This is an optimization exercise on Yosys and OpenROAD, whose aim is small area, a short achievable clock period and few clock cycles per item, not a production implementation. Function was checked by simulation only, so behaviour that the tests miss may differ from the original. Power is estimated from default activity; no workload was simulated.

==> design.v <==
module beam_pulse (
    input  wire         clk,
    input  wire         rst,
    input  wire [12:0]  cfg_pitch,         
    input  wire [1:0]   cfg_just_mode,
    input  wire [1:0]   cfg_acc_init,
    input  wire [179:0] cfg_exp,           
    input  wire [191:0] cfg_wlaw,          
    input  wire         in_valid,
    output wire         in_ready,
    input  wire [14:0]  in_x,
    input  wire [3:0]   in_level,
    input  wire [3:0]   in_level_left,     
    input  wire [3:0]   in_level_right,    
    input  wire         in_frame_start,    
    input  wire [11:0]  in_fofs,           
    input  wire [11:0]  in_fgain,          
    output reg  [11:0]  node_addr_a,
    output wire [11:0]  node_addr_b,
    input  wire [31:0]  node_data_a,
    input  wire [31:0]  node_data_b,
    output wire         out_valid,
    input  wire         out_ready,
    output reg  [12:0]  out_off,           
    output reg  [11:0]  out_gt,
    output reg  [4:0]   out_w,             
    output reg  [4:0]   out_j,             
    output reg  [20:0]  out_a,             
    output reg  [20:0]  out_e,             
    output reg  [1:0]   out_acc            
);
    wire [12:0] pitch_lim = (cfg_pitch < 13'd16)   ? 13'd16 :
                            (cfg_pitch > 13'd4096) ? 13'd4096 : cfg_pitch;
    reg  [12:0] p;
    always @(posedge clk) p <= pitch_lim;
    wire [12:0] h    = {1'b0, p[12:1]};              
    wire [12:0] pm1  = p - 13'd1;
    wire [12:0] cneg = {1'b0, pm1[12:1]};            
    wire [16:0] mp1 = {4'd0, p};
    wire [16:0] mp2 = {3'd0, p, 1'b0};
    wire [16:0] mp4 = {2'd0, p, 2'b0};
    wire [16:0] mp8 = {1'd0, p, 3'b0};
    wire [16:0] mp3 = mp1 + mp2;
    wire [16:0] mp5 = mp1 + mp4;
    wire [16:0] mp6 = mp2 + mp4;
    wire [16:0] mp7 = mp8 - mp1;
    reg  ov;
    wire stall = ov & ~out_ready;
    function [1:0] cmp17;
        input [16:0] a, b;
        reg   [31:0] g, e;
        integer n, m;
        begin
            g = 32'd0;
            e = {32{1'b1}};
            for (n = 0; n < 17; n = n + 1) begin
                g[n] = a[n] & ~b[n];
                e[n] = ~(a[n] ^ b[n]);
            end
            for (m = 1; m < 32; m = m * 2)
                for (n = 0; n < 32; n = n + 2 * m) begin
                    g[n] = g[n + m] | (e[n + m] & g[n]);
                    e[n] = e[n + m] & e[n];
                end
            cmp17 = {g[0], e[0]};
        end
    endfunction
    function ge17;
        input [16:0] a, b;
        reg   [31:0] g, e;
        integer n, m;
        begin
            g = 32'd0;
            e = {32{1'b1}};
            for (n = 0; n < 17; n = n + 1) begin
                g[n] = a[n] & ~b[n];
                e[n] = ~(a[n] ^ b[n]);
            end
            for (m = 1; m < 32; m = m * 2)
                for (n = 0; n < 32; n = n + 2 * m) begin
                    g[n] = g[n + m] | (e[n + m] & g[n]);
                    e[n] = e[n + m] & e[n];
                end
            ge17 = g[0] | e[0];
        end
    endfunction
    reg  [15:0] x_p;
    reg  [12:0] fr_p;                    
    reg  [11:0] k_p;                     
    reg         pv;
    reg  [3:0]  cnt;
    reg         apred;                   
    wire [12:0] fr16   = fr_p + 13'd16;
    wire        wrap   = fr16 >= p;
    wire [12:0] fr_adv = wrap ? fr16 - p : fr16;
    wire        k_last = &k_p;
    wire [11:0] k_adv  = (k_last | ~wrap) ? k_p : k_p + 12'd1;
    assign node_addr_b = node_addr_a + 12'd1;
    wire [13:0] dv_t  = {fr_p, k_p[11]};
    wire        dv_ge = dv_t >= {1'b0, p};
    wire [13:0] dv_r  = dv_ge ? dv_t - {1'b0, p} : dv_t;
    localparam [2:0] R1_EMPTY = 3'd0, R1_WAIT = 3'd1, R1_DIV = 3'd2, R1_CONS = 3'd3,
                     R1_FETCH = 3'd4, R1_READY = 3'd5;
    reg  [2:0]  r1_st;
    reg  [12:0] r1_fr;
    reg  [11:0] r1_k;
    reg         r1_last;
    reg  [3:0]  r1_lv;
    reg  [1:0]  r1_jsel;                 
    reg         r1_fs;
    reg  [11:0] r1_fofs, r1_fgain;
    reg         r2v, r2ok;
    reg  [12:0] r2_aof;                  
    reg  [11:0] r2_ag;                   
    reg  [12:0] r2_do, r2_dg;            
    reg  [3:0]  r2_mo, r2_mg;            
    reg         r2_sgo, r2_sgg;          
    reg  [12:0] r2_fr;
    reg  [1:0]  r2_jt;                   
    reg         r2_wz;                   
    reg  [3:0]  r2_lv;
    reg         r2_fs;
    reg  [11:0] r2_fgain;
    reg         r3v, r4v, r5v;
    wire drained = ~r2v & ~r3v & ~r4v & ~r5v;
    localparam [2:0] E_IDLE = 3'd0, E_MUL = 3'd1, E_ADDC = 3'd2, E_DIV = 3'd3, E_WR = 3'd4;
    reg  [2:0]  e_st;
    reg         e_g;                     
    wire        eng_req = r2v & ~r2ok;
    wire        r2_take = ~r2v | (r2ok & ~stall);
    wire        r1_ready = r1_st == R1_READY;
    wire        r1_adv   = r1_ready & r2_take;
    wire        rdy_x = (r1_st == R1_EMPTY) | (r1_ready & (~r2v | (r2ok & ~ov)));
    wire        rdy_y = r1_ready & r2ok;
    assign in_ready = rdy_x | (rdy_y & out_ready);
    wire        take = in_valid & in_ready;
    wire        hit  = pv & ~eng_req & ({1'b0, in_x} == x_p) & (pitch_lim == p);
    wire signed [11:0] n_oa = node_data_a[31:20];
    wire signed [11:0] n_ob = node_data_b[31:20];
    wire [11:0] n_ga  = node_data_a[19:8];
    wire [11:0] n_gb  = node_data_b[19:8];
    wire        n_cen = node_data_a[2];
    wire        n_stp = node_data_a[1];
    wire        n_msk = node_data_a[0];
    wire signed [12:0] d_o = {n_ob[11], n_ob} - {n_oa[11], n_oa};
    wire signed [12:0] d_g = {1'b0, n_gb} - {1'b0, n_ga};
    wire [4:0]  d5_o = d_o[4:0];
    wire [4:0]  d5_g = d_g[4:0];
    wire [3:0]  m4_o = d5_o[4] ? 4'd0 - d5_o[3:0] : d5_o[3:0];
    wire [3:0]  m4_g = d5_g[4] ? 4'd0 - d5_g[3:0] : d5_g[3:0];
    wire        useint = ~r1_last & ~n_stp;
    wire        dsmall  = ((d_o[12:3] == 10'd0) | (d_o == 13'd8) | (d_o[12:3] == 10'h3FF))
                        & ((d_g[12:3] == 10'd0) | (d_g == 13'd8) | (d_g[12:3] == 10'h3FF));
    wire [12:0] aof_n  = {n_oa[11], n_oa} + {r1_fofs[11], r1_fofs};
    reg  [1:0]  jt_n;
    always @(*) begin
        if (n_cen || cfg_just_mode == 2'd1) jt_n = 2'd2;
        else if (cfg_just_mode == 2'd2)     jt_n = 2'd0;
        else if (cfg_just_mode == 2'd3)     jt_n = 2'd1;
        else if (r1_jsel[1])                jt_n = 2'd0;
        else if (r1_jsel[0])                jt_n = 2'd1;
        else                                jt_n = 2'd2;
    end
    wire [12:0] e_d    = e_g ? r2_dg : r2_do;
    wire        e_sg   = e_d[12];
    wire [12:0] e_dm   = e_sg ? 13'd0 - e_d : e_d;
    wire [24:0] e_acc  = {fr_p, k_p};
    wire        e_bit  = e_dm[cnt];
    wire        e_mst  = e_st == E_MUL;
    wire [24:0] e_sum  = (e_mst ? {e_acc[23:0], 1'b0} : e_acc)
                       + {12'd0, e_mst ? (e_bit ? r2_fr : 13'd0) : (e_sg ? cneg : h)};
    wire [12:0] e_base = e_g ? {1'b0, r2_ag} : r2_aof;
    wire [12:0] e_res  = e_sg ? e_base - {1'b0, k_p} : e_base + {1'b0, k_p};
    always @(posedge clk) begin
        if (rst) begin
            r1_st  <= R1_EMPTY;
            pv     <= 1'b0;
            apred  <= 1'b0;
            e_st   <= E_IDLE;
            r2v    <= 1'b0;
        end else begin
            case (r1_st)
                R1_EMPTY, R1_READY: begin
                    if (r1_st == R1_READY && !r1_adv) begin
                        node_addr_a <= r1_k;
                        apred       <= 1'b0;
                        if (apred) r1_st <= R1_FETCH;
                    end else if (take) begin
                        r1_lv    <= in_level;
                        r1_jsel  <= {in_level_left > in_level_right, in_level_right > in_level_left};
                        r1_fs    <= in_frame_start;
                        r1_fofs  <= in_fofs;
                        r1_fgain <= in_fgain;
                        if (hit) begin
                            r1_fr   <= fr_p;
                            r1_k    <= k_p;
                            r1_last <= k_last;
                            x_p     <= x_p + 16'd1;
                            fr_p    <= fr_adv;
                            k_p     <= k_adv;
                            if (apred) begin
                                node_addr_a <= k_adv;
                                r1_st       <= R1_READY;
                            end else begin
                                node_addr_a <= k_p;
                                r1_st       <= R1_FETCH;
                            end
                            apred <= apred;
                        end else begin
                            x_p     <= {1'b0, in_x};
                            fr_p    <= {6'd0, in_x[14:8]};
                            k_p     <= {in_x[7:0], 4'd0};
                            cnt     <= 4'd0;
                            pv      <= 1'b0;
                            apred   <= 1'b0;
                            r1_st   <= (drained & ~r1_adv) ? R1_DIV : R1_WAIT;
                        end
                    end else begin
                        node_addr_a <= k_p;
                        apred       <= 1'b1;
                        r1_st       <= R1_EMPTY;
                    end
                end
                R1_WAIT: begin
                    if (drained) begin
                        fr_p  <= {6'd0, x_p[14:8]};
                        k_p   <= {x_p[7:0], 4'd0};
                        cnt   <= 4'd0;
                        r1_st <= R1_DIV;
                    end
                end
                R1_DIV: begin
                    if (cnt == 4'd0 && {6'd0, x_p[14:8]} >= p) begin
                        k_p         <= 12'hFFF;
                        node_addr_a <= 12'hFFF;
                        r1_st       <= R1_CONS;
                    end else begin
                        fr_p <= dv_r[12:0];
                        k_p  <= {k_p[10:0], dv_ge};
                        cnt  <= cnt + 4'd1;
                        if (cnt == 4'd11) begin
                            node_addr_a <= {k_p[10:0], dv_ge};
                            r1_st       <= R1_CONS;
                        end
                    end
                end
                R1_CONS: begin
                    r1_fr       <= fr_p;
                    r1_k        <= k_p;
                    r1_last     <= k_last;
                    x_p         <= x_p + 16'd1;
                    fr_p        <= fr_adv;
                    k_p         <= k_adv;
                    pv          <= 1'b1;
                    node_addr_a <= k_adv;
                    apred       <= 1'b1;
                    r1_st       <= R1_READY;
                end
                R1_FETCH: begin
                    node_addr_a <= k_p;
                    apred       <= 1'b1;
                    r1_st       <= R1_READY;
                end
                default: r1_st <= R1_EMPTY;
            endcase
            if (r2_take)
                r2v <= r1_adv;
            case (e_st)
                E_IDLE: begin
                    if (eng_req) begin
                        fr_p <= 13'd0;
                        k_p  <= 12'd0;
                        cnt  <= 4'd12;
                        e_g  <= 1'b0;
                        pv   <= 1'b0;
                        e_st <= E_MUL;
                    end
                end
                E_MUL: begin
                    {fr_p, k_p} <= e_sum;
                    cnt <= cnt - 4'd1;
                    if (cnt == 4'd0) e_st <= E_ADDC;
                end
                E_ADDC: begin
                    {fr_p, k_p} <= e_sum;
                    cnt  <= 4'd0;
                    e_st <= E_DIV;
                end
                E_DIV: begin
                    fr_p <= dv_r[12:0];
                    k_p  <= {k_p[10:0], dv_ge};
                    cnt  <= cnt + 4'd1;
                    if (cnt == 4'd11) e_st <= E_WR;
                end
                E_WR: begin
                    fr_p <= 13'd0;
                    k_p  <= 12'd0;
                    cnt  <= 4'd12;
                    e_g  <= 1'b1;
                    e_st <= e_g ? E_IDLE : E_MUL;
                end
                default: e_st <= E_IDLE;
            endcase
            if (pitch_lim != p)
                pv <= 1'b0;
        end
    end
    always @(posedge clk) begin
        if (r2_take) begin
            r2_aof   <= aof_n;
            r2_ag    <= n_ga;
            r2_do    <= useint ? d_o : 13'd0;
            r2_dg    <= useint ? d_g : 13'd0;
            r2_mo    <= useint ? m4_o : 4'd0;
            r2_mg    <= useint ? m4_g : 4'd0;
            r2_sgo   <= d5_o[4];
            r2_sgg   <= d5_g[4];
            r2ok     <= ~useint | dsmall;
            r2_fr    <= r1_fr;
            r2_jt    <= jt_n;
            r2_wz    <= (r1_lv == 4'd0) | n_msk;
            r2_lv    <= r1_lv;
            r2_fs    <= r1_fs;
            r2_fgain <= r1_fgain;
        end else if (e_st == E_WR) begin
            if (e_g) begin
                r2_ag  <= e_res[11:0];
                r2_dg  <= 13'd0;
                r2_mg  <= 4'd0;
                r2ok   <= 1'b1;
            end else begin
                r2_aof <= e_res;
                r2_do  <= 13'd0;
                r2_mo  <= 4'd0;
            end
        end
    end
    wire [16:0] n_o = r2_mo * r2_fr + {4'd0, h};
    wire [16:0] n_g = r2_mg * r2_fr + {4'd0, h};
    wire        dl_o = r2_sgo & ~p[0];
    wire        dl_g = r2_sgg & ~p[0];
    function [8:0] therm;
        input [16:0] n;
        input        dl;
        input [16:0] a1, a2, a3, a4, a5, a6, a7, a8;
        reg   [1:0]  c;
        begin
            therm[0] = 1'b1;
            c = cmp17(n, a1); therm[1] = c[1] | (c[0] & ~dl);
            c = cmp17(n, a2); therm[2] = c[1] | (c[0] & ~dl);
            c = cmp17(n, a3); therm[3] = c[1] | (c[0] & ~dl);
            c = cmp17(n, a4); therm[4] = c[1] | (c[0] & ~dl);
            c = cmp17(n, a5); therm[5] = c[1] | (c[0] & ~dl);
            c = cmp17(n, a6); therm[6] = c[1] | (c[0] & ~dl);
            c = cmp17(n, a7); therm[7] = c[1] | (c[0] & ~dl);
            c = cmp17(n, a8); therm[8] = c[1] | (c[0] & ~dl);
        end
    endfunction
    function [3:0] tbin;
        input [8:0] t;
        begin
            tbin[3] = t[8];
            tbin[2] = t[4] & ~t[8];
            tbin[1] = (t[2] & ~t[4]) | (t[6] & ~t[8]);
            tbin[0] = (t[1] & ~t[2]) | (t[3] & ~t[4]) | (t[5] & ~t[6]) | (t[7] & ~t[8]);
        end
    endfunction
    wire [8:0]  t_o = therm(n_o, dl_o, mp1, mp2, mp3, mp4, mp5, mp6, mp7, mp8);
    wire [8:0]  t_g = therm(n_g, dl_g, mp1, mp2, mp3, mp4, mp5, mp6, mp7, mp8);
    wire [3:0]  q_o = tbin(t_o);
    wire [3:0]  q_g = tbin(t_g);
    function cyb;
        input [8:0] t;
        input [3:0] lo;
        input       sub;
        reg   [4:0] k;
        begin
            k = sub ? {1'b0, lo} + 5'd1 : 5'd16 - {1'b0, lo};
            cyb = (k <= 5'd8) ? t[k[3:0]] : 1'b0;
        end
    endfunction
    wire [3:0]  lo_o  = r2_sgo ? r2_aof[3:0] - q_o : r2_aof[3:0] + q_o;
    wire        cy_o  = cyb(t_o, r2_aof[3:0], r2_sgo);
    wire [8:0]  hi_o  = r2_aof[12:4];
    wire [8:0]  hi_op = hi_o + 9'd1;
    wire [8:0]  hi_om = hi_o - 9'd1;
    wire [12:0] off_n = {cy_o ? (r2_sgo ? hi_om : hi_op) : hi_o, lo_o};
    wire [3:0]  lo_g  = r2_sgg ? r2_ag[3:0] - q_g : r2_ag[3:0] + q_g;
    wire        cy_g  = cyb(t_g, r2_ag[3:0], r2_sgg);
    wire [7:0]  hi_g  = r2_ag[11:4];
    wire [7:0]  hi_gp = hi_g + 8'd1;
    wire [7:0]  hi_gm = hi_g - 8'd1;
    wire [11:0] gain_n = {cy_g ? (r2_sgg ? hi_gm : hi_gp) : hi_g, lo_g};
    reg  [12:0] r3_off;
    reg  [11:0] r3_gain;
    reg  [1:0]  r3_jt;
    reg         r3_wz;
    reg  [3:0]  r3_lv;
    reg         r3_fs;
    reg  [11:0] r3_fgain;
    always @(posedge clk) begin
        if (rst)
            r3v <= 1'b0;
        else if (!stall)
            r3v <= r2v & r2ok;
        if (!stall) begin
            r3_off   <= off_n;
            r3_gain  <= gain_n;
            r3_jt    <= r2_jt;
            r3_wz    <= r2_wz;
            r3_lv    <= r2_lv;
            r3_fs    <= r2_fs;
            r3_fgain <= r2_fgain;
        end
    end
    reg  [1:0]  acc;
    wire [24:0] gprod = r3_gain * r3_fgain + 25'd1024;
    wire [11:0] gt_n  = {12{gprod[24] | gprod[23]}} | gprod[22:11];
    wire [1:0]  acc_in = r3_fs ? cfg_acc_init : acc;
    wire [2:0]  t_sum  = {1'b0, acc_in} + {1'b0, r3_off[1:0]};
    wire [191:0] exp_tab = {cfg_exp, 12'd0};
    wire [11:0] exp_l = exp_tab[12*r3_lv +: 12];
    reg  [12:0] r4_off;
    reg  [11:0] r4_gt;
    reg  [1:0]  r4_acc;
    reg         r4_cy;
    reg  [1:0]  r4_jt;
    reg         r4_wz;
    reg  [11:0] r4_exp;
    always @(posedge clk) begin
        if (rst) begin
            r4v <= 1'b0;
            acc <= 2'd0;
        end else if (!stall) begin
            r4v <= r3v;
            if (r3v) acc <= t_sum[1:0];
        end
        if (!stall) begin
            r4_off <= r3_off;
            r4_gt  <= gt_n;
            r4_acc <= t_sum[1:0];
            r4_cy  <= t_sum[2];
            r4_jt  <= r3_jt;
            r4_wz  <= r3_wz;
            r4_exp <= exp_l;
        end
    end
    wire [24:0] eprod = r4_exp * r4_gt + 25'd1024;
    wire [11:0] e_val = {12{eprod[24] | eprod[23]}} | eprod[22:11];
    reg  [12:0] r5_off;
    reg  [11:0] r5_gt;
    reg  [1:0]  r5_acc;
    reg         r5_cy;
    reg  [1:0]  r5_jt;
    reg         r5_wz;
    reg  [11:0] r5_e;
    always @(posedge clk) begin
        if (rst)
            r5v <= 1'b0;
        else if (!stall)
            r5v <= r4v;
        if (!stall) begin
            r5_off <= r4_off;
            r5_gt  <= r4_gt;
            r5_acc <= r4_acc;
            r5_cy  <= r4_cy;
            r5_jt  <= r4_jt;
            r5_wz  <= r4_wz;
            r5_e   <= e_val;
        end
    end
    integer i;
    reg [15:0] wge;
    always @(*)
        for (i = 0; i < 16; i = i + 1)
            wge[i] = ge17({5'd0, r5_e}, {5'd0, cfg_wlaw[12*i +: 12]});
    wire [4:0] wcount = wge[0] + wge[1] + wge[2] + wge[3] + wge[4] + wge[5] + wge[6] + wge[7]
                      + wge[8] + wge[9] + wge[10] + wge[11] + wge[12] + wge[13] + wge[14] + wge[15];
    wire [4:0] w_n = r5_wz ? 5'd0 : wcount;
    reg  [14:0] x_g;
    wire signed [11:0] sh = $signed(r5_off[12:2]) + $signed({11'd0, r5_cy});
    wire [20:0] s_n  = {2'b0, x_g, 4'd0} + {{9{sh[11]}}, sh};      
    always @(posedge clk) begin
        if (r1_st == R1_CONS)
            x_g <= x_p[14:0];
        else if (r5v && !stall)
            x_g <= x_g + 15'd1;
    end
    reg  [1:0]  out_jt;
    reg  [20:0] out_s;
    always @(posedge clk) begin
        if (rst)
            ov <= 1'b0;
        else if (!stall)
            ov <= r5v;
        if (!stall) begin
            out_off <= r5_off;
            out_gt  <= r5_gt;
            out_w   <= w_n;
            out_jt  <= r5_jt;
            out_s   <= s_n;
            out_acc <= r5_acc;
        end
    end
    wire [4:0]  j_right = 5'd16 - out_w;
    always @(*)
        out_j = out_jt == 2'd0 ? 5'd0 : out_jt == 2'd1 ? j_right : {1'b0, j_right[4:1]};
    wire [4:0]  jw   = out_j + out_w;
    wire [5:0]  sa   = {1'b0, out_s[4:0]} + {1'b0, out_j};
    wire [5:0]  se   = {1'b0, out_s[4:0]} + {1'b0, jw};
    wire [15:0] s_h  = out_s[20:5];
    wire [15:0] s_h1 = s_h + 16'd1;
    always @(*) begin
        out_a = {sa[5] ? s_h1 : s_h, sa[4:0]};
        out_e = {se[5] ? s_h1 : s_h, se[4:0]};
    end
    assign out_valid = ov;
endmodule
==> run.sh <==
#!/bin/bash
# synth_recipe.tcl (not shown) runs the flow's synth.tcl, then flattens the netlist and writes it again
# the make line also repeats each setting of config.mk as NAME=value (left out here)
make -C /OpenROAD-flow-scripts/flow DESIGN_CONFIG=/design/flow/config.mk WORK_HOME=/design/flow/orfs CLKGATE_MAP_FILE= SYNTH_SCRIPT=/design/flow/synth_recipe.tcl finish
==> config.mk <==
export PLATFORM = sky130hd
export DESIGN_NAME = beam_pulse
export DESIGN_NICKNAME = beam_pulse
export VERILOG_FILES = /design/flow/design.v
export SDC_FILE = /design/flow/constraint.sdc
export NUM_CORES = 4
export LEC_CHECK = 0
export CAP_MARGIN = 20
export CORE_MARGIN = 2
export CORE_UTILIZATION = 40
export PLACE_DENSITY = 0.6
export SLEW_MARGIN = 20
==> constraint.sdc <==
create_clock -name core_clock -period 16.0 [get_ports {clk}]
set_input_delay 3.2000 -clock core_clock [delete_from_list [all_inputs] [get_ports {clk}]]
set_output_delay 3.2000 -clock core_clock [all_outputs]
set_load 0.01 [all_outputs]
==> results of run 1 <==
cell usage in the layout, fill, tap and decap left out, types with 90 or more instances in the layout:
cell and instances:
o21ai_0 262, fa_1 295, a21o_1 117, nand3_1 107, inv_1 718, nand2_1 551
nor3_1 90, and2_1 188, a21oi_1 284, o21a_1 142, xor2_1 108, edfxtp_1 409
ha_1 814, xnor2_1 220, nor2_1 275, clkdlybuf4s50_1 600
through the flow:
| step | instance area (um2) | utilization | instances | power [mW] |
|---|---|---|---|---|
| floorplan | 53700 | - | 5776 | 9.66 |
| global placement | 61700 | 0.463 | 8020 | 12.3 |
| detailed placement | 61700 | 0.463 | 8020 | 12.5 |
| CTS | 63500 | 0.476 | 8115 | 13.9 |
| global route | 63500 | 0.476 | 8115 | 15.4 |
| finish | 63500 | 0.476 | 8118 | 13.7 |
metal layers:
layer | routed length, um | share of wire | vias to the layer above
met5 | 48 | 0.00028 | -
met4 | 4610 | 0.027 | 8
met3 | 11900 | 0.068 | 237
met2 | 80800 | 0.47 | 1522
met1 | 76300 | 0.44 | 21800
li1 | - | - | 21500
final cells by class:
class,instances,area (um2)
fill,12700,69800
multi-input combinational,4418,37300
sequential,437,12800
timing repair buffer,672,6550
inverter,725,2730
tap,1768,2210
clock buffer,60,1370
clock inverter,35,423
antenna,3,7.51
kinds of logic after synthesis:
logic type / synth area share
AND/OR/NAND/NOR: 0.144
adder cells (fa/ha/maj): 0.300
AO/OA/AOI/OAI: 0.160
XOR/XNOR: 0.0535
multiplexers: 0.0380
buffers and inverters: 0.0653
flip-flops: 0.239
registers in the layout, indices dropped and copies added (netlist names), 13 cells and up:
name	count
x_p	16
r1_fr	13
out_s	21
r3_off	13
fr_p	13
r5_off	13
r2_fr	13
r4_off	13
out_off	13
r2_aof	13
p	13
x_g	15
critical path: cells and delay by family, from the launching register on:
family	cells	cell delay, ps
adders and majority gates	7	2650
and+or+nand+nor	5	750
xor gates and xnor gates	2	430
AOI/OAI and AO/OA	11	3950
buffers and inverters	5	580
DFF	1	620
where the power goes:
group | total, mW | internal (mW) | switching (mW) | leakage, nW
combinational | 10.1 | 4.58 | 5.47 | 23.6
sequential | 2.38 | 1.96 | 0.429 | 4.46
clock | 1.25 | 0.734 | 0.521 | 0.863
Yosys cell counts (17+ instances only):
library cell	instances	area, um2
ha_1	814	10200
inv_1	719	2700
nand2_1	552	2070
edfxtp_1	409	12300
fa_1	295	5910
a21oi_1	284	1420
nor2_1	278	1040
o21ai_0	263	1320
xnor2_1	220	1930
and2_1	188	1180
clkbuf_1	161	604
o21a_1	142	1070
a21o_1	117	878
xor2_1	108	946
nand3_1	107	536
nor3_1	90	450
nor2b_1	69	432
mux4_2	49	1100
nand2b_1	44	275
mux2_2	43	484
nand4_1	43	269
a211oi_1	42	315
a31oi_1	42	263
and3_1	42	263
o211ai_1	40	300
mux2i_1	36	360
or3_1	35	219
a22o_1	32	280
dfxtp_1	28	561
a211o_1	26	228
nor4_1	24	150
o21bai_1	24	180
a22oi_1	23	173
or2_2	21	131
o31ai_1	20	150
a21boi_0	19	143
buf_2	18	90.1
a221oi_1	17	149
path summary, 6_finish.rpt:
kind,start,endpoint,slack (ps),cells past startpoint
max,r2_mo[1]$_SDFFCE_PN0P_,r3_off[3]$_DFFE_PN_,6790,30
min,r3_off[10]$_DFFE_PN_,r4_off[10]$_DFFE_PN_,400,0
max reg2reg,r2_mo[1]$_SDFFCE_PN0P_,r3_off[3]$_DFFE_PN_,6790,30
min reg2reg,r3_off[10]$_DFFE_PN_,r4_off[10]$_DFFE_PN_,400,0
==> results.toml, run 1 <==
[run_status]
outcome = "no timing/DRC/antenna violations"

[cells_and_area]
area_growth_pct = 18.3
drive_above_1_share = 0.0517
final_nets = 7923

[global_routing]
grt_antenna_before_repair = 7
grt_overflow_total = 0
grt_max_degree = 77
grt_pass1_wl_um = 262000
grt_use_met2 = 0.411
grt_use_met3 = 0.0354
grt_busiest_layer = "met2"
groute.usage.overall = 0.247
globalRouteMet1Util = 0.335
first_global_vias = 43900

[clock_tree]
htreeDepth = 2
numCtsBuffers = 51
root_buffer = "clkbuf_16"
cts_hold_buf = 0
clock_latency_ps = 650
cts_resized = 0
clock-sinks = 437
cts_buffer_depth = 3
cts_setup_buffers = 0
cts.clk_slew.worst_paths_ps = 60
tritoncts = "built"

[logic_synthesis]
ys_types = 113
synthesis.nets = 7394
ys_ff_latch = 437
syn_area_per_cell_um2 = 9.29
yosysSeqAreaShare = 0.239
postSynth.asyncResetShare = 0
synth_area_um2 = 53700
synth_edf_count = 409
synth_cells = 5776
synth-main-ff-cell = "edfxtp_1"
synth_warnings = 1

[sta]
fin_crit_ps = 9210
period_share = 0.576
slew_headroom = 0.117
finalSetupTns_ps = 0
setup_viol = 0
whs_ps = 400
tightest_slew_ps = 1290
hold_viol = 0
setup_ws_ps = 6790
fmax_mhz = 109
grt_setup_unrepaired = "no"
slew_violations = 0
finalClockSkew_ps = 48.9

[routing]
drt-initial-drc-count = 3646
postRouteAntennaNets = 0
remaining_drc_errors = 0
routedWlPerCell_um = 21.4
avgViaCountPerCell = 5.55
vias = 45000
postRouteWirelength_um = 174000
drtPass1Iterations = 9

[setup_path]
cp_data_arrival_time_ps = 9610
cpMaxStageDelayCell = "a2111oi_0"
crit_required_ps = 16400
crit_type = "reg2reg"
crit_top_cell = "inv_1"
cp-end-kind = "flop"
startpoint_type = "flop"
max_stage_delay_ps = 1110
crit_fanout = 13

[flow_run]
maxCapViolations = 0

[floorplanning]
start_util = 0.403
io_pins = 614
rows = 134
core-area_um2 = 133000
die_w_um = 370
die_h_um = 370
dieArea_um2 = 137000

[min_path]
hold_class = "reg2reg"

[pwr]
ir_drop_mv = 0.478
power_density_nw_per_um2 = 216
leakagePower_nw = 28.9

[placement]
io_buffers = 600
dpl.hpwl_um = 141000
gp_congestion = 0.911
dp_slack_ps = 6910
Testbench counts, summed over its fixed seeds: cycles 1,752, items 1,600.
==> run 2: changes to the inputs <==
--- a/design.v
+++ b/design.v
@@ -45,7 +45,9 @@
     wire [16:0] mp6 = mp2 + mp4;
     wire [16:0] mp7 = mp8 - mp1;
     reg  ov;
-    wire stall = ov & ~out_ready;
+    reg  s4v;
+    wire hold = ov & ~out_ready;
+    wire adv  = ~s4v;
     function [1:0] cmp17;
         input [16:0] a, b;
         reg   [31:0] g, e;
@@ -127,12 +129,10 @@
     reg  [2:0]  e_st;
     reg         e_g;                     
     wire        eng_req = r2v & ~r2ok;
-    wire        r2_take = ~r2v | (r2ok & ~stall);
+    wire        r2_take = ~r2v | (r2ok & adv);
     wire        r1_ready = r1_st == R1_READY;
     wire        r1_adv   = r1_ready & r2_take;
-    wire        rdy_x = (r1_st == R1_EMPTY) | (r1_ready & (~r2v | (r2ok & ~ov)));
-    wire        rdy_y = r1_ready & r2ok;
-    assign in_ready = rdy_x | (rdy_y & out_ready);
+    assign in_ready = (r1_st == R1_EMPTY) | r1_adv;
     wire        take = in_valid & in_ready;
     wire        hit  = pv & ~eng_req & ({1'b0, in_x} == x_p) & (pitch_lim == p);
     wire signed [11:0] n_oa = node_data_a[31:20];
@@ -401,9 +401,9 @@
     always @(posedge clk) begin
         if (rst)
             r3v <= 1'b0;
-        else if (!stall)
+        else if (adv)
             r3v <= r2v & r2ok;
-        if (!stall) begin
+        if (adv) begin
             r3_off   <= off_n;
             r3_gain  <= gain_n;
             r3_jt    <= r2_jt;
@@ -431,11 +431,11 @@
         if (rst) begin
             r4v <= 1'b0;
             acc <= 2'd0;
-        end else if (!stall) begin
+        end else if (adv) begin
             r4v <= r3v;
             if (r3v) acc <= t_sum[1:0];
         end
-        if (!stall) begin
+        if (adv) begin
             r4_off <= r3_off;
             r4_gt  <= gt_n;
             r4_acc <= t_sum[1:0];
@@ -454,19 +454,41 @@
     reg  [1:0]  r5_jt;
     reg         r5_wz;
     reg  [11:0] r5_e;
+    reg  [12:0] s4_off;
+    reg  [11:0] s4_gt;
+    reg  [1:0]  s4_acc;
+    reg         s4_cy;
+    reg  [1:0]  s4_jt;
+    reg         s4_wz;
+    reg  [11:0] s4_e;
+    wire r5_free = ~r5v | ~hold;
     always @(posedge clk) begin
-        if (rst)
+        if (rst) begin
             r5v <= 1'b0;
-        else if (!stall)
-            r5v <= r4v;
-        if (!stall) begin
-            r5_off <= r4_off;
-            r5_gt  <= r4_gt;
-            r5_acc <= r4_acc;
-            r5_cy  <= r4_cy;
-            r5_jt  <= r4_jt;
-            r5_wz  <= r4_wz;
-            r5_e   <= e_val;
+            s4v <= 1'b0;
+        end else if (r5_free) begin
+            r5v <= s4v | r4v;
+            s4v <= 1'b0;
+        end else if (adv && r4v) begin
+            s4v <= 1'b1;
+        end
+        if (r5_free) begin
+            r5_off <= s4v ? s4_off : r4_off;
+            r5_gt  <= s4v ? s4_gt  : r4_gt;
+            r5_acc <= s4v ? s4_acc : r4_acc;
+            r5_cy  <= s4v ? s4_cy  : r4_cy;
+            r5_jt  <= s4v ? s4_jt  : r4_jt;
+            r5_wz  <= s4v ? s4_wz  : r4_wz;
+            r5_e   <= s4v ? s4_e   : e_val;
+        end
+        if (adv) begin
+            s4_off <= r4_off;
+            s4_gt  <= r4_gt;
+            s4_acc <= r4_acc;
+            s4_cy  <= r4_cy;
+            s4_jt  <= r4_jt;
+            s4_wz  <= r4_wz;
+            s4_e   <= e_val;
         end
     end
     integer i;
@@ -483,7 +505,7 @@
     always @(posedge clk) begin
         if (r1_st == R1_CONS)
             x_g <= x_p[14:0];
-        else if (r5v && !stall)
+        else if (r5v && !hold)
             x_g <= x_g + 15'd1;
     end
     reg  [1:0]  out_jt;
@@ -491,9 +513,9 @@
     always @(posedge clk) begin
         if (rst)
             ov <= 1'b0;
-        else if (!stall)
+        else if (!hold)
             ov <= r5v;
-        if (!stall) begin
+        if (!hold) begin
             out_off <= r5_off;
             out_gt  <= r5_gt;
             out_w   <= w_n;
@@ -505,7 +527,8 @@
     wire [4:0]  j_right = 5'd16 - out_w;
     always @(*)
         out_j = out_jt == 2'd0 ? 5'd0 : out_jt == 2'd1 ? j_right : {1'b0, j_right[4:1]};
-    wire [4:0]  jw   = out_j + out_w;
+    wire [5:0]  w16  = 6'd16 + {1'b0, out_w};
+    wire [4:0]  jw   = out_jt == 2'd0 ? out_w : out_jt == 2'd1 ? 5'd16 : w16[5:1];
     wire [5:0]  sa   = {1'b0, out_s[4:0]} + {1'b0, out_j};
     wire [5:0]  se   = {1'b0, out_s[4:0]} + {1'b0, jw};
     wire [15:0] s_h  = out_s[20:5];
==> flow/run.sh (new file) <==
#!/bin/bash
set -euo pipefail
bash standard.sh SETUP_SLACK_MARGIN=8.5 finish > run_standard.log 2>&1
==> standard.sh (new file) <==
#!/bin/bash
# synth_recipe.tcl (not shown) runs the flow's synth.tcl, then flattens the netlist and writes it again
# the make line also repeats each setting of config.mk as NAME=value (left out here)
make -C /OpenROAD-flow-scripts/flow DESIGN_CONFIG=/design/flow/config.mk WORK_HOME=/design/flow/orfs CLKGATE_MAP_FILE= SYNTH_SCRIPT=/design/flow/synth_recipe.tcl "${@:-finish}"
removed: run.sh
==> results.toml, run 2 <==
[floorplanning]
die_h_um = 373
dieArea_um2 = 139000
rows = 135
start_util = 0.403
die_w_um = 373
core-area_um2 = 135000
io_pins = 614

[clock_tree]
clock_latency_ps = 690
clock-sinks = 481
root_buffer = "clkbuf_16"
cts.clk_slew.worst_paths_ps = 70
numCtsBuffers = 56
tritoncts = "built"
cts_buffer_depth = 3
htreeDepth = 2

[setup_path]
cp_data_arrival_time_ps = 8390
max_stage_delay_ps = 550
crit_family = "adder cells"
crit_end = "r3_off[3]$_DFFE_PN_"
path_depth = 33
crit_type = "reg2reg"
reg2reg_depth = 33
reg2reg_slack_ps = 7990
cp-end-kind = "flop"
cp-startpoint = "r2_fr[7]$_DFFE_PN_"
r2r_end = "r3_off[3]$_DFFE_PN_"
r2r_start = "r2_fr[7]$_DFFE_PN_"
critical_path_buf_inv_count = 3
crit_required_ps = 16380
startpoint_type = "flop"
crit_fanout = 6
cpMaxStageDelayCell = "fa_1"

[sta]
fmax_mhz = 125
tightest_slew_ps = 1080
hold_viol = 0
fin_crit_ps = 8010
grt_setup_unrepaired = "yes"
period_share = 0.501
slew_violations = 0
slew_headroom = 0.276
finalSetupTns_ps = 0
setup_viol = 0
setup_ws_ps = 7990
whs_ps = 403
finalClockSkew_ps = 54.8

[flow_run]
maxCapViolations = 0

[logic_synthesis]
synth_compound_area_frac = 0.146
synthAdderAreaFrac = 0.294
syn_area_per_cell_um2 = 9.29
netlist_top_cells_area = "edfxtp_1 23%, ha_1 19%, fa_1 11%"
synth_top_family_by_area = "adder cells"
synth_warnings = 1
postSynth.asyncResetShare = 0
yosysSeqAreaShare = 0.251
synthesis.nets = 7487
synth_edf_count = 409
synth-main-ff-cell = "edfxtp_1"
synth_xor_area_frac = 0.0547
synth.most_common_cell = "ha_1"
muxShareOfSynthArea = 0.0428
ys_ff_latch = 481
synth_top_area_frac = 0.225
ys_types = 96
synth_commonest_cells = "810 x ha_1, 731 x inv_1, 525 x nand2_1, 409 x edfxtp_1, 340 x nor2_1"
synth_area_um2 = 54600
synth_cells = 5874
yosysTopAreaCell = "edfxtp_1"
synth_simple_gate_area_frac = 0.146

[cells_and_area]
final_cell_mix = "784 x ha_1, 713 x inv_1, 553 x clkdlybuf4s50_1"
reg_top3 = "out_s (21), x_p (16), x_g (15)"
final_nets = 8115
largest_register_ffs = 21
post-route-util = 0.490
final_common_cell = "ha_1"
n_fill_cell = 12700
top_register = "out_s"
regArea_um2 = 13700
multi_input_area_um2 = 38400
fin_area_um2 = 66400
drive_above_1_share = 0.0924
area_growth_pct = 21.7

[min_path]
hold_class = "reg2reg"
min_path_cells = 0
hold_start = "r1_fgain[2]$_DFFE_PP_"

[routing]
postRouteWirelength_um = 183000
vias = 45800
remaining_drc_errors = 0
drt-initial-drc-count = 3276
drtPass1Iterations = 8
routedWlPerCell_um = 22.0
postRouteAntennaNets = 0
avgViaCountPerCell = 5.50

[placement]
gp_congestion = 0.934
io_buffers = 600
dp_slack_ps = 7060
placed_cell_area_um2 = 62800
dpl.hpwl_um = 145000

[global_routing]
groute.usage.overall = 0.256
first_global_vias = 45700
grt_pass1_wl_um = 276000
grt_antenna_before_repair = 8
grt_overflow_total = 0
grt_max_degree = 63

[pwr]
ir_drop_mv = 0.433
power_density_nw_per_um2 = 245
leakagePower_nw = 30.0

[run_status]
outcome = "no timing/DRC/antenna violations"
## run 2: cell types whose count changed in the layout (fill, tap and decap cells not counted), moves of 25 or more
| cell | previous run | this run |
|---|---|---|
| o21ai_0 | 262 | 217 |
| ha_1 | 814 | 784 |
| o21a_1 | 142 | 109 |
| clkdlybuf4s50_1 | 600 | 553 |
| ha_4 | 0 | 25 |
| buf_4 | 72 | 162 |
| mux2_2 | 43 | 69 |
| nand2_1 | 551 | 524 |
| nor2_1 | 275 | 328 |
| dfxtp_1 | 28 | 71 |
## run 2: cell type report
cell class / instances / share of cell area
diodes: 4 / 0.000151
clock buffers: 74 / 0.0231
clock inverters: 32 / 0.00644
inverters: 735 / 0.0418
multi-input cells: 4458 / 0.578
flip-flops and latches: 481 / 0.207
well taps: 1781 / 0.0335
repair buffers: 770 / 0.110
## run 2: report_power, final
part,switching (mW),internal [mW]
sequential,0.476,2.23
combinational,6.56,5.63
clock,0.566,0.809
## run 2: logic make-up after synthesis
family                   count (synthesis)
flip-flops                             481
XOR/XNOR                               341
adder cells (fa/ha/maj)               1106
AO/OA/AOI/OAI                         1210
buffers and inverters                  935
AND/OR/NAND/NOR                       1640
multiplexers                           161
## run 2: how the worst min path moves through the flow
stage	slack (ps)	to
floorplan	400	out_acc[0]$_DFFE_PN_
global placement	400	out_gt[4]$_DFFE_PN_
detailed placement	400	r2_fgain[3]$_DFFE_PN_
CTS	410	r2_fgain[2]$_DFFE_PN_
global route	420	r3_lv[1]$_DFFE_PN_
finish	400	r2_fgain[2]$_DFFE_PN_
## run 2: per-stage QoR
stage               power [mW]  std cells
finish                    16.3       8335
global route              18.2       8332
CTS                       16.3       8314
detailed placement        14.5       8131
global placement          14.3       8131
floorplan                 11.4       5874
## run 2: routing by layer
layer  vias up  part of all wire  track usage
met5         -           0.00019            0
met4         6             0.037       0.0821
met3       303             0.058       0.0426
met2      1427              0.48        0.440
met1     22200              0.42        0.327
li1      21900                 -            -
## run 2: what timing repair did
item | in CTS | in global routing
hold buffers | 0 | 0
pin swaps | 130 | 85
cloned | 1 | 0
setup endpoints to repair | 48 | 43
gates resized for setup | 182 | 86
buffers inserted | 76 | 17
Testbench counts of run 2, summed over its fixed seeds: cycles 1,752, items 1,600.
==> run 3: changes to the inputs <==
--- a/design.v
+++ b/design.v
@@ -42,7 +42,7 @@
     wire [16:0] mp8 = {1'd0, p, 3'b0};
     wire [16:0] mp3 = mp1 + mp2;
     wire [16:0] mp5 = mp1 + mp4;
-    wire [16:0] mp6 = mp2 + mp4;
+    wire [16:0] mp6 = {mp3[15:0], 1'b0};
     wire [16:0] mp7 = mp8 - mp1;
     reg  ov;
     reg  s4v;
@@ -87,24 +87,28 @@
         end
     endfunction
     reg  [15:0] x_p;
-    reg  [12:0] fr_p;                    
+    reg  [11:0] fr_p;                    
     reg  [11:0] k_p;                     
     reg         pv;
     reg  [3:0]  cnt;
     reg         apred;                   
-    wire [12:0] fr16   = fr_p + 13'd16;
+    wire [12:0] fr16   = {1'b0, fr_p} + 13'd16;
     wire        wrap   = fr16 >= p;
     wire [12:0] fr_adv = wrap ? fr16 - p : fr16;
     wire        k_last = &k_p;
     wire [11:0] k_adv  = (k_last | ~wrap) ? k_p : k_p + 12'd1;
     assign node_addr_b = node_addr_a + 12'd1;
-    wire [13:0] dv_t  = {fr_p, k_p[11]};
-    wire        dv_ge = dv_t >= {1'b0, p};
-    wire [13:0] dv_r  = dv_ge ? dv_t - {1'b0, p} : dv_t;
+    wire [13:0] dv_t  = {fr_p, k_p[11:10]};
+    wire [14:0] dv_1  = {1'b0, dv_t} - {2'd0, p};
+    wire [14:0] dv_2  = {1'b0, dv_t} - {1'b0, p, 1'b0};
+    wire [14:0] dv_3  = {1'b0, dv_t} - mp3[14:0];
+    wire [1:0]  dv_q  = ~dv_3[14] ? 2'd3 : ~dv_2[14] ? 2'd2 : ~dv_1[14] ? 2'd1 : 2'd0;
+    wire [11:0] dv_r  = ~dv_3[14] ? dv_3[11:0] : ~dv_2[14] ? dv_2[11:0]
+                      : ~dv_1[14] ? dv_1[11:0] : dv_t[11:0];
     localparam [2:0] R1_EMPTY = 3'd0, R1_WAIT = 3'd1, R1_DIV = 3'd2, R1_CONS = 3'd3,
                      R1_FETCH = 3'd4, R1_READY = 3'd5;
     reg  [2:0]  r1_st;
-    reg  [12:0] r1_fr;
+    reg  [11:0] r1_fr;
     reg  [11:0] r1_k;
     reg         r1_last;
     reg  [3:0]  r1_lv;
@@ -114,10 +118,10 @@
     reg         r2v, r2ok;
     reg  [12:0] r2_aof;                  
     reg  [11:0] r2_ag;                   
-    reg  [12:0] r2_do, r2_dg;            
+    reg  [7:0]  r2_dho, r2_dhg;          
     reg  [3:0]  r2_mo, r2_mg;            
     reg         r2_sgo, r2_sgg;          
-    reg  [12:0] r2_fr;
+    reg  [11:0] r2_fr;
     reg  [1:0]  r2_jt;                   
     reg         r2_wz;                   
     reg  [3:0]  r2_lv;
@@ -161,14 +165,17 @@
         else if (r1_jsel[0])                jt_n = 2'd1;
         else                                jt_n = 2'd2;
     end
-    wire [12:0] e_d    = e_g ? r2_dg : r2_do;
+    wire [3:0]  e_ml   = e_g ? r2_mg : r2_mo;
+    wire        e_s4   = e_g ? r2_sgg : r2_sgo;
+    wire [3:0]  e_dl   = e_s4 ? 4'd0 - e_ml : e_ml;
+    wire [12:0] e_d    = {e_g ? r2_dhg : r2_dho, e_s4, e_dl};
     wire        e_sg   = e_d[12];
     wire [12:0] e_dm   = e_sg ? 13'd0 - e_d : e_d;
-    wire [24:0] e_acc  = {fr_p, k_p};
+    wire [23:0] e_acc  = {fr_p, k_p};                
     wire        e_bit  = e_dm[cnt];
     wire        e_mst  = e_st == E_MUL;
-    wire [24:0] e_sum  = (e_mst ? {e_acc[23:0], 1'b0} : e_acc)
-                       + {12'd0, e_mst ? (e_bit ? r2_fr : 13'd0) : (e_sg ? cneg : h)};
+    wire [23:0] e_sum  = (e_mst ? {e_acc[22:0], 1'b0} : e_acc)
+                       + {11'd0, e_mst ? {1'b0, e_bit ? r2_fr : 12'd0} : (e_sg ? cneg : h)};
     wire [12:0] e_base = e_g ? {1'b0, r2_ag} : r2_aof;
     wire [12:0] e_res  = e_sg ? e_base - {1'b0, k_p} : e_base + {1'b0, k_p};
     always @(posedge clk) begin
@@ -196,7 +203,7 @@
                             r1_k    <= k_p;
                             r1_last <= k_last;
                             x_p     <= x_p + 16'd1;
-                            fr_p    <= fr_adv;
+                            fr_p    <= fr_adv[11:0];
                             k_p     <= k_adv;
                             if (apred) begin
                                 node_addr_a <= k_adv;
@@ -208,7 +215,7 @@
                             apred <= apred;
                         end else begin
                             x_p     <= {1'b0, in_x};
-                            fr_p    <= {6'd0, in_x[14:8]};
+                            fr_p    <= {5'd0, in_x[14:8]};
                             k_p     <= {in_x[7:0], 4'd0};
                             cnt     <= 4'd0;
                             pv      <= 1'b0;
@@ -223,7 +230,7 @@
                 end
                 R1_WAIT: begin
                     if (drained) begin
-                        fr_p  <= {6'd0, x_p[14:8]};
+                        fr_p  <= {5'd0, x_p[14:8]};
                         k_p   <= {x_p[7:0], 4'd0};
                         cnt   <= 4'd0;
                         r1_st <= R1_DIV;
@@ -235,11 +242,11 @@
                         node_addr_a <= 12'hFFF;
                         r1_st       <= R1_CONS;
                     end else begin
-                        fr_p <= dv_r[12:0];
-                        k_p  <= {k_p[10:0], dv_ge};
+                        fr_p <= dv_r;
+                        k_p  <= {k_p[9:0], dv_q};
                         cnt  <= cnt + 4'd1;
-                        if (cnt == 4'd11) begin
-                            node_addr_a <= {k_p[10:0], dv_ge};
+                        if (cnt == 4'd5) begin
+                            node_addr_a <= {k_p[9:0], dv_q};
                             r1_st       <= R1_CONS;
                         end
                     end
@@ -249,7 +256,7 @@
                     r1_k        <= k_p;
                     r1_last     <= k_last;
                     x_p         <= x_p + 16'd1;
-                    fr_p        <= fr_adv;
+                    fr_p        <= fr_adv[11:0];
                     k_p         <= k_adv;
                     pv          <= 1'b1;
                     node_addr_a <= k_adv;
@@ -268,7 +275,7 @@
             case (e_st)
                 E_IDLE: begin
                     if (eng_req) begin
-                        fr_p <= 13'd0;
+                        fr_p <= 12'd0;
                         k_p  <= 12'd0;
                         cnt  <= 4'd12;
                         e_g  <= 1'b0;
@@ -287,13 +294,13 @@
                     e_st <= E_DIV;
                 end
                 E_DIV: begin
-                    fr_p <= dv_r[12:0];
-                    k_p  <= {k_p[10:0], dv_ge};
+                    fr_p <= dv_r;
+                    k_p  <= {k_p[9:0], dv_q};
                     cnt  <= cnt + 4'd1;
-                    if (cnt == 4'd11) e_st <= E_WR;
+                    if (cnt == 4'd5) e_st <= E_WR;
                 end
                 E_WR: begin
-                    fr_p <= 13'd0;
+                    fr_p <= 12'd0;
                     k_p  <= 12'd0;
                     cnt  <= 4'd12;
                     e_g  <= 1'b1;
@@ -309,8 +316,8 @@
         if (r2_take) begin
             r2_aof   <= aof_n;
             r2_ag    <= n_ga;
-            r2_do    <= useint ? d_o : 13'd0;
-            r2_dg    <= useint ? d_g : 13'd0;
+            r2_dho   <= d_o[12:5];
+            r2_dhg   <= d_g[12:5];
             r2_mo    <= useint ? m4_o : 4'd0;
             r2_mg    <= useint ? m4_g : 4'd0;
             r2_sgo   <= d5_o[4];
@@ -325,35 +332,33 @@
         end else if (e_st == E_WR) begin
             if (e_g) begin
                 r2_ag  <= e_res[11:0];
-                r2_dg  <= 13'd0;
                 r2_mg  <= 4'd0;
                 r2ok   <= 1'b1;
             end else begin
                 r2_aof <= e_res;
-                r2_do  <= 13'd0;
                 r2_mo  <= 4'd0;
             end
         end
     end
-    wire [16:0] n_o = r2_mo * r2_fr + {4'd0, h};
-    wire [16:0] n_g = r2_mg * r2_fr + {4'd0, h};
+    wire [15:0] n_o = r2_mo * r2_fr + {3'd0, h};      
+    wire [15:0] n_g = r2_mg * r2_fr + {3'd0, h};
     wire        dl_o = r2_sgo & ~p[0];
     wire        dl_g = r2_sgg & ~p[0];
     function [8:0] therm;
-        input [16:0] n;
+        input [15:0] n;
         input        dl;
-        input [16:0] a1, a2, a3, a4, a5, a6, a7, a8;
+        input [15:0] a1, a2, a3, a4, a5, a6, a7, a8;
         reg   [1:0]  c;
         begin
             therm[0] = 1'b1;
-            c = cmp17(n, a1); therm[1] = c[1] | (c[0] & ~dl);
-            c = cmp17(n, a2); therm[2] = c[1] | (c[0] & ~dl);
-            c = cmp17(n, a3); therm[3] = c[1] | (c[0] & ~dl);
-            c = cmp17(n, a4); therm[4] = c[1] | (c[0] & ~dl);
-            c = cmp17(n, a5); therm[5] = c[1] | (c[0] & ~dl);
-            c = cmp17(n, a6); therm[6] = c[1] | (c[0] & ~dl);
-            c = cmp17(n, a7); therm[7] = c[1] | (c[0] & ~dl);
-            c = cmp17(n, a8); therm[8] = c[1] | (c[0] & ~dl);
+            c = cmp17({1'b0, n}, {1'b0, a1}); therm[1] = c[1] | (c[0] & ~dl);
+            c = cmp17({1'b0, n}, {1'b0, a2}); therm[2] = c[1] | (c[0] & ~dl);
+            c = cmp17({1'b0, n}, {1'b0, a3}); therm[3] = c[1] | (c[0] & ~dl);
+            c = cmp17({1'b0, n}, {1'b0, a4}); therm[4] = c[1] | (c[0] & ~dl);
+            c = cmp17({1'b0, n}, {1'b0, a5}); therm[5] = c[1] | (c[0] & ~dl);
+            c = cmp17({1'b0, n}, {1'b0, a6}); therm[6] = c[1] | (c[0] & ~dl);
+            c = cmp17({1'b0, n}, {1'b0, a7}); therm[7] = c[1] | (c[0] & ~dl);
+            c = cmp17({1'b0, n}, {1'b0, a8}); therm[8] = c[1] | (c[0] & ~dl);
         end
     endfunction
     function [3:0] tbin;
@@ -365,8 +370,8 @@
             tbin[0] = (t[1] & ~t[2]) | (t[3] & ~t[4]) | (t[5] & ~t[6]) | (t[7] & ~t[8]);
         end
     endfunction
-    wire [8:0]  t_o = therm(n_o, dl_o, mp1, mp2, mp3, mp4, mp5, mp6, mp7, mp8);
-    wire [8:0]  t_g = therm(n_g, dl_g, mp1, mp2, mp3, mp4, mp5, mp6, mp7, mp8);
+    wire [8:0]  t_o = therm(n_o, dl_o, mp1[15:0], mp2[15:0], mp3[15:0], mp4[15:0], mp5[15:0], mp6[15:0], mp7[15:0], mp8[15:0]);
+    wire [8:0]  t_g = therm(n_g, dl_g, mp1[15:0], mp2[15:0], mp3[15:0], mp4[15:0], mp5[15:0], mp6[15:0], mp7[15:0], mp8[15:0]);
     wire [3:0]  q_o = tbin(t_o);
     wire [3:0]  q_g = tbin(t_g);
     function cyb;
@@ -496,9 +501,8 @@
     always @(*)
         for (i = 0; i < 16; i = i + 1)
             wge[i] = ge17({5'd0, r5_e}, {5'd0, cfg_wlaw[12*i +: 12]});
-    wire [4:0] wcount = wge[0] + wge[1] + wge[2] + wge[3] + wge[4] + wge[5] + wge[6] + wge[7]
-                      + wge[8] + wge[9] + wge[10] + wge[11] + wge[12] + wge[13] + wge[14] + wge[15];
-    wire [4:0] w_n = r5_wz ? 5'd0 : wcount;
+    wire [3:0] wc1 = wge[0] + wge[1] + wge[2] + wge[3] + wge[4] + wge[5] + wge[6] + wge[7];
+    wire [3:0] wc2 = wge[8] + wge[9] + wge[10] + wge[11] + wge[12] + wge[13] + wge[14] + wge[15];
     reg  [14:0] x_g;
     wire signed [11:0] sh = $signed(r5_off[12:2]) + $signed({11'd0, r5_cy});
     wire [20:0] s_n  = {2'b0, x_g, 4'd0} + {{9{sh[11]}}, sh};      
@@ -509,6 +513,7 @@
             x_g <= x_g + 15'd1;
     end
     reg  [1:0]  out_jt;
+    reg  [3:0]  out_c1, out_c2;
     reg  [20:0] out_s;
     always @(posedge clk) begin
         if (rst)
@@ -518,12 +523,15 @@
         if (!hold) begin
             out_off <= r5_off;
             out_gt  <= r5_gt;
-            out_w   <= w_n;
+            out_c1  <= r5_wz ? 4'd0 : wc1;
+            out_c2  <= r5_wz ? 4'd0 : wc2;
             out_jt  <= r5_jt;
             out_s   <= s_n;
             out_acc <= r5_acc;
         end
     end
+    always @(*)
+        out_w = {1'b0, out_c1} + {1'b0, out_c2};
     wire [4:0]  j_right = 5'd16 - out_w;
     always @(*)
         out_j = out_jt == 2'd0 ? 5'd0 : out_jt == 2'd1 ? j_right : {1'b0, j_right[4:1]};
==> flow/run.sh (replaced) <==
#!/bin/bash
set -euo pipefail
bash standard.sh SETUP_SLACK_MARGIN=9.5 finish > run_standard.log 2>&1
==> results.toml, run 3 <==
[run_status]
outcome = "no timing/DRC/antenna violations"

[placement]
io_buffers = 600
dpl.hpwl_um = 140000
placed_cell_area_um2 = 63400
dp_slack_ps = 7800
gp_congestion = 0.943

[cells_and_area]
final_nets = 8300
area_growth_pct = 25.2
reg_top3 = "out_s (21), x_p (16), x_g (15)"
final_cell_mix = "790 x ha_1, 703 x inv_1, 528 x clkdlybuf4s50_1"
top_register = "out_s"
drive_above_1_share = 0.138
final_common_cell = "ha_1"
largest_register_ffs = 21
post-route-util = 0.506
fin_area_um2 = 68700

[clock_tree]
clock_latency_ps = 690
tritoncts = "built"
numCtsBuffers = 56
clock-sinks = 473
cts.clk_slew.worst_paths_ps = 70
htreeDepth = 2
root_buffer = "clkbuf_16"
cts_buffer_depth = 3
cts_hold_buf = 0

[setup_path]
crit_family = "adder cells"
reg2reg_depth = 34
reg2reg_slack_ps = 8880
path_depth = 34
startpoint_type = "flop"
crit_required_ps = 16430
crit_type = "reg2reg"
cp-end-kind = "flop"
cp_data_arrival_time_ps = 7550
max_stage_delay_ps = 540
crit_fanout = 5
critical_path_buf_inv_count = 5
cpMaxStageDelayCell = "or4_4"

[pwr]
power_density_nw_per_um2 = 236
leakagePower_nw = 31.3
ir_drop_mv = 0.573

[min_path]
min_path_cells = 0
hold_class = "reg2reg"

[global_routing]
grt_pass1_wl_um = 273000
groute.usage.overall = 0.250
grt_antenna_before_repair = 5
first_global_vias = 46400
grt_max_degree = 70
grt_overflow_total = 0

[logic_synthesis]
synth_top_area_frac = 0.220
syn_area_per_cell_um2 = 9.30
ys_ff_latch = 473
synth_warnings = 1
synth_area_um2 = 54900
yosysTopAreaCell = "edfxtp_1"
ys_types = 94
netlist_top_cells_area = "edfxtp_1 22%, ha_1 19%, fa_1 11%"
synth_edf_count = 401
synth-main-ff-cell = "edfxtp_1"
synthesis.nets = 7535
yosysSeqAreaShare = 0.246
postSynth.asyncResetShare = 0
synth_cells = 5899
synth.most_common_cell = "ha_1"
synth_commonest_cells = "836 x ha_1, 735 x inv_1, 521 x nand2_1, 401 x edfxtp_1, 314 x o21ai_0"

[routing]
postRouteWirelength_um = 182000
drtPass1Iterations = 5
remaining_drc_errors = 0
drt-initial-drc-count = 2871
avgViaCountPerCell = 5.52
vias = 46900
postRouteAntennaNets = 0
routedWlPerCell_um = 21.4

[sta]
tightest_slew_ps = 1120
setup_ws_ps = 8880
period_share = 0.445
finalClockSkew_ps = 32.0
fmax_mhz = 140
grt_setup_unrepaired = "yes"
fin_crit_ps = 7120
setup_viol = 0
whs_ps = 407
finalSetupTns_ps = 0
hold_viol = 0
slew_violations = 0
slew_headroom = 0.245

[floorplanning]
die_h_um = 374
io_pins = 614
dieArea_um2 = 140000
core-area_um2 = 136000
die_w_um = 374
rows = 135
start_util = 0.404

[flow_run]
maxCapViolations = 0
run 3: final cells by class:
| class | instances | area, um2 |
|---|---|---|
| diodes | 2 | 5.00 |
| clock buffers | 67 | 1500 |
| clock inverters | 39 | 480 |
| fillers | 12600 | 67100 |
| inverters | 740 | 2820 |
| multi-input cells | 4492 | 39900 |
| flip-flops and latches | 473 | 13500 |
| well taps | 1781 | 2230 |
| repair buffers | 901 | 8250 |
run 3: worst reg2reg max path: cells and delay by family (launching register included):
kind | cells | cell delay (ps)
simple gates | 6 | 1150
fa+ha+maj | 7 | 2390
flops | 1 | 420
compound gates | 13 | 2140
buf+inv | 5 | 390
xor+xnor | 3 | 430
run 3: metrics by stage:
step	total power, mW	std cells
after global routing	17.9	8494
after detailed placement	14.1	8168
after CTS	15.9	8405
after floorplan	11.1	5899
final	16.2	8495
after global placement	13.8	8168
run 3: worst paths after layout:
| path | startpoint | to |
|---|---|---|
| worst min-delay path | r3_off[3]$_DFFE_PN_ | r4_off[3]$_DFFE_PN_ |
| worst max-delay path | r2_mg[2]$_SDFFCE_PN0P_ | r3_gain[3]$_DFFE_PN_ |
| worst min register to register | r3_off[3]$_DFFE_PN_ | r4_off[3]$_DFFE_PN_ |
| worst max register to register | r2_mg[2]$_SDFFCE_PN0P_ | r3_gain[3]$_DFFE_PN_ |
run 3: cells by family after synthesis:
| kind of cell | Yosys count | synth area share |
|---|---|---|
| multiplexers | 148 | 0.0404 |
| buffers and inverters | 935 | 0.0643 |
| flip-flops | 473 | 0.246 |
| AO/OA/AOI/OAI | 1307 | 0.156 |
| adder cells (fa/ha/maj) | 1127 | 0.297 |
| XOR/XNOR | 365 | 0.0584 |
| AND/OR/NAND/NOR | 1544 | 0.138 |
run 3: power breakdown:
group | total (mW) | internal [mW] | switching, mW | leakage [nW]
clock | 1.39 | 0.808 | 0.582 | 0.960
combinational | 12.0 | 5.65 | 6.39 | 25.6
sequential | 2.76 | 2.22 | 0.544 | 4.72
total | 16.2 | 8.67 | 7.52 | 31.3
run 3: timing repair:
item                       4_1_cts  5_1_grt
setup buffers                  130       87
gates cloned                     1        1
setup endpoints to repair      189      127
pin swaps                      185      189
resized for setup              454      178
run 3: routing by layer:
layer / wire, um / global-route usage / vias to the layer above
met5: 27 / 0 / -
met1: 74700 / 0.314 / 22800
met4: 8680 / 0.105 / 4
li1: - / - / 22300
met3: 10300 / 0.0317 / 331
met2: 88200 / 0.432 / 1475
Testbench counts of run 3, summed over its fixed seeds: cycles 1,704, items 1,600.
==> run 4: changes to the inputs <==
==> flow/run.sh (replaced) <==
#!/bin/bash
set -euo pipefail
bash standard.sh SETUP_SLACK_MARGIN=9.5 "BUFFER_PORTS_ARGS=-buffer_cell sky130_fd_sc_hd__buf_1" finish \
    > run_standard.log 2>&1
==> results.toml, run 4 <==
[placement]
gp_congestion = 0.941
placed_cell_area_um2 = 59700
dpl.hpwl_um = 137000
io_buffers = 600

[clock_tree]
cts.clk_slew.worst_paths_ps = 60
clock-sinks = 473
numCtsBuffers = 57
htreeDepth = 2
cts_hold_buf = 0
tritoncts = "built"
root_buffer = "clkbuf_16"
cts_buffer_depth = 3
clock_latency_ps = 690

[cells_and_area]
post-route-util = 0.478
drive_above_1_share = 0.131
regArea_um2 = 13500
fin_area_um2 = 64900
largest_register_ffs = 21
multi_input_area_um2 = 39700
area_growth_pct = 18.3
top_register = "out_s"
reg_top3 = "out_s (21), x_p (16), x_g (15)"
final_nets = 8296
final_cell_mix = "796 x ha_1, 708 x inv_1, 558 x buf_1"
n_fill_cell = 12900
final_common_cell = "ha_1"

[floorplanning]
core-area_um2 = 136000
die_w_um = 374
die_h_um = 374
start_util = 0.404
dieArea_um2 = 140000
io_pins = 614
rows = 135

[setup_path]
path_depth = 33
startpoint_type = "flop"
critical_path_buf_inv_count = 6
cp_data_arrival_time_ps = 7660
reg2reg_depth = 33
crit_fanout = 8
max_stage_delay_ps = 530
cp-startpoint = "r2_mg[1]$_SDFFCE_PN0P_"
crit_type = "reg2reg"
reg2reg_slack_ps = 8750
cp-end-kind = "flop"
r2r_start = "r2_mg[1]$_SDFFCE_PN0P_"
crit_required_ps = 16410
cpMaxStageDelayCell = "edfxtp_1"
r2r_end = "r3_gain[3]$_DFFE_PN_"
crit_family = "adder cells"

[logic_synthesis]
ys_types = 94
netlist_top_cells_area = "edfxtp_1 22%, ha_1 19%, fa_1 11%"
synth_area_um2 = 54900
synth_commonest_cells = "836 x ha_1, 735 x inv_1, 521 x nand2_1, 401 x edfxtp_1, 314 x o21ai_0"
yosysSeqAreaShare = 0.246
postSynth.asyncResetShare = 0
synth_warnings = 1
ys_ff_latch = 473
syn_area_per_cell_um2 = 9.30
synth_edf_count = 401
synth_top_area_frac = 0.220
synth-main-ff-cell = "edfxtp_1"
synth.most_common_cell = "ha_1"
synth_cells = 5899
synthesis.nets = 7535
yosysTopAreaCell = "edfxtp_1"

[sta]
hold_viol = 0
finalSetupTns_ps = 0
setup_viol = 0
slew_violations = 0
grt_setup_unrepaired = "yes"
fin_crit_ps = 7250
finalClockSkew_ps = 35.0
tightest_slew_ps = 1030
fmax_mhz = 138
period_share = 0.453
slew_headroom = 0.308

[routing]
avgViaCountPerCell = 5.52
vias = 46900
drt-initial-drc-count = 3132
routedWlPerCell_um = 21.0
remaining_drc_errors = 0
postRouteAntennaNets = 0
drtPass1Iterations = 6
postRouteWirelength_um = 179000

[run_status]
outcome = "no timing/DRC/antenna violations"

[global_routing]
groute.usage.overall = 0.247
grt_max_degree = 59
grt_pass1_wl_um = 269000
grt_antenna_before_repair = 6
first_global_vias = 46500
grt_overflow_total = 0

[pwr]
switching_share = 0.469
p_switching_mw = 7.43
power_density_nw_per_um2 = 244
clkPwrFrac = 0.085
ir_drop_mv = 0.596
comb_power_share = 0.743
power_frac_seq = 0.172
leakagePower_nw = 29.6
internal_power_mw = 8.42

[flow_run]
maxCapViolations = 0

[min_path]
whs_endpoint = "r3_fgain[9]$_DFFE_PN_"
min_path_cells = 0
hold_start = "r2_fgain[9]$_DFFE_PN_"
hold_class = "reg2reg"
run 4: cell counts after synthesis:
Identical to the previous run, type by type.
run 4: timing repair:
item	in CTS	in global routing
buffers inserted	111	95
setup endpoints to repair	149	128
gates cloned	3	0
gates resized for setup	247	143
pin swaps	142	118
run 4: how the worst max path moves through the flow:
stage | slack (ps) | to
2_1_floorplan | 8780 | out_c2[1]$_SDFFCE_PP0N_
3_3_place_gp | 8140 | out_c1[2]$_SDFFCE_PP0N_
3_5_place_dp | 8120 | out_c1[2]$_SDFFCE_PP0N_
4_1_cts | 8840 | out_a[8]
5_1_grt | 8490 | r3_gain[3]$_DFFE_PN_
6_report | 8750 | r3_gain[3]$_DFFE_PN_
run 4: area by class of cell:
cell class              count  share of cell area
flip-flops and latches    473               0.208
clock buffers              69              0.0232
diodes                      1           0.0000386
clock inverters            39             0.00638
inverters                 740              0.0434
repair buffers            895              0.0732
multi-input cells        4493               0.612
well taps                1781              0.0343
run 4: cells by family (layout without fill, tap and decap cells):
kind of cell               Yosys count  in the layout  synth area share
buffers and inverters              935           1743            0.0643
xor gates and xnor gates           365            365            0.0584
DFF                                473            473             0.246
muxes                              148            148            0.0404
other                                0              1                 0
and+or+nand+nor                   1544           1544             0.138
adders and majority gates         1127           1127             0.297
AOI/OAI and AO/OA                 1307           1309             0.156
run 4: through the flow:
| step | power (mW) | hold slack (ps) | std cells | worst slack (ps) |
|---|---|---|---|---|
| 3_3_place_gp | 13.6 | 401 | 8173 | 8140 |
| 3_5_place_dp | 13.8 | 405 | 8173 | 8120 |
| 2_1_floorplan | 11.1 | 400 | 5899 | 8780 |
| 5_1_grt | 17.7 | 425 | 8491 | 8490 |
| 6_report | 15.9 | 414 | 8491 | 8750 |
| 4_1_cts | 15.6 | 415 | 8395 | 8840 |
run 4: worst reg2reg max path: cells and delay by family, from the launching register on:
kind / cells / cell delay, ps
buf+inv: 6 / 490
simple gates: 7 / 1360
xor+xnor: 2 / 250
mux: 1 / 360
fa+ha+maj: 7 / 2510
compound gates: 10 / 1500
flops: 1 / 530
run 4: layer usage:
layer / part of all wire / wire length [um] / track usage
met5: 0.00015 / 27 / 0
met4: 0.050 / 8930 / 0.111
met3: 0.056 / 10100 / 0.0341
met2: 0.48 / 86400 / 0.426
met1: 0.41 / 73100 / 0.305
run 4: power by group through the flow:
stage                     combinational (mW)  sequential, mW  clock (mW)
after CTS                               11.5            2.76        1.38
after detailed placement                11.0            2.80           0
after global placement                  10.8            2.79           0
after global routing                    13.5            2.76        1.43
after floorplan                         8.62            2.48           0
final                                   11.8            2.72        1.35

static timing again, ports no longer ideal:
In the flow no input, the clock included, has a driving cell. The finished layouts below were timed again as built, in two steps.
Step 1 assumes that a clkbuf_16 drives the clock port and a buf_2 every other input.
Step 2 moves the port delays by t, midway between the first and last clock arrival at a register: inputs arrive t later, outputs are due t later. That takes back most of the time a late clock gives input paths.
Three values: ideal, step 1, step 2; two values: the first two.
| run | t (ns) | setup slack, ns | clock arrival spread, ns |
|---|---|---|---|
| run 1 | 0.698 | 6.791 / 6.791 / 6.791 | 0.051 / 0.051 |
| run 2 | 0.734 | 7.988 / 7.988 / 7.782 | 0.064 / 0.065 |
| run 3 | 0.752 | 8.879 / 8.842 / 8.348 | 0.032 / 0.032 |
| run 4 | 0.744 | 8.754 / 8.754 / 8.381 | 0.039 / 0.040 |
After both steps setup and hold are still met in every run listed. For run 3, which loses most, drivers alone change the setup slack by -0.037 ns; drivers and shift together by -0.531 ns.
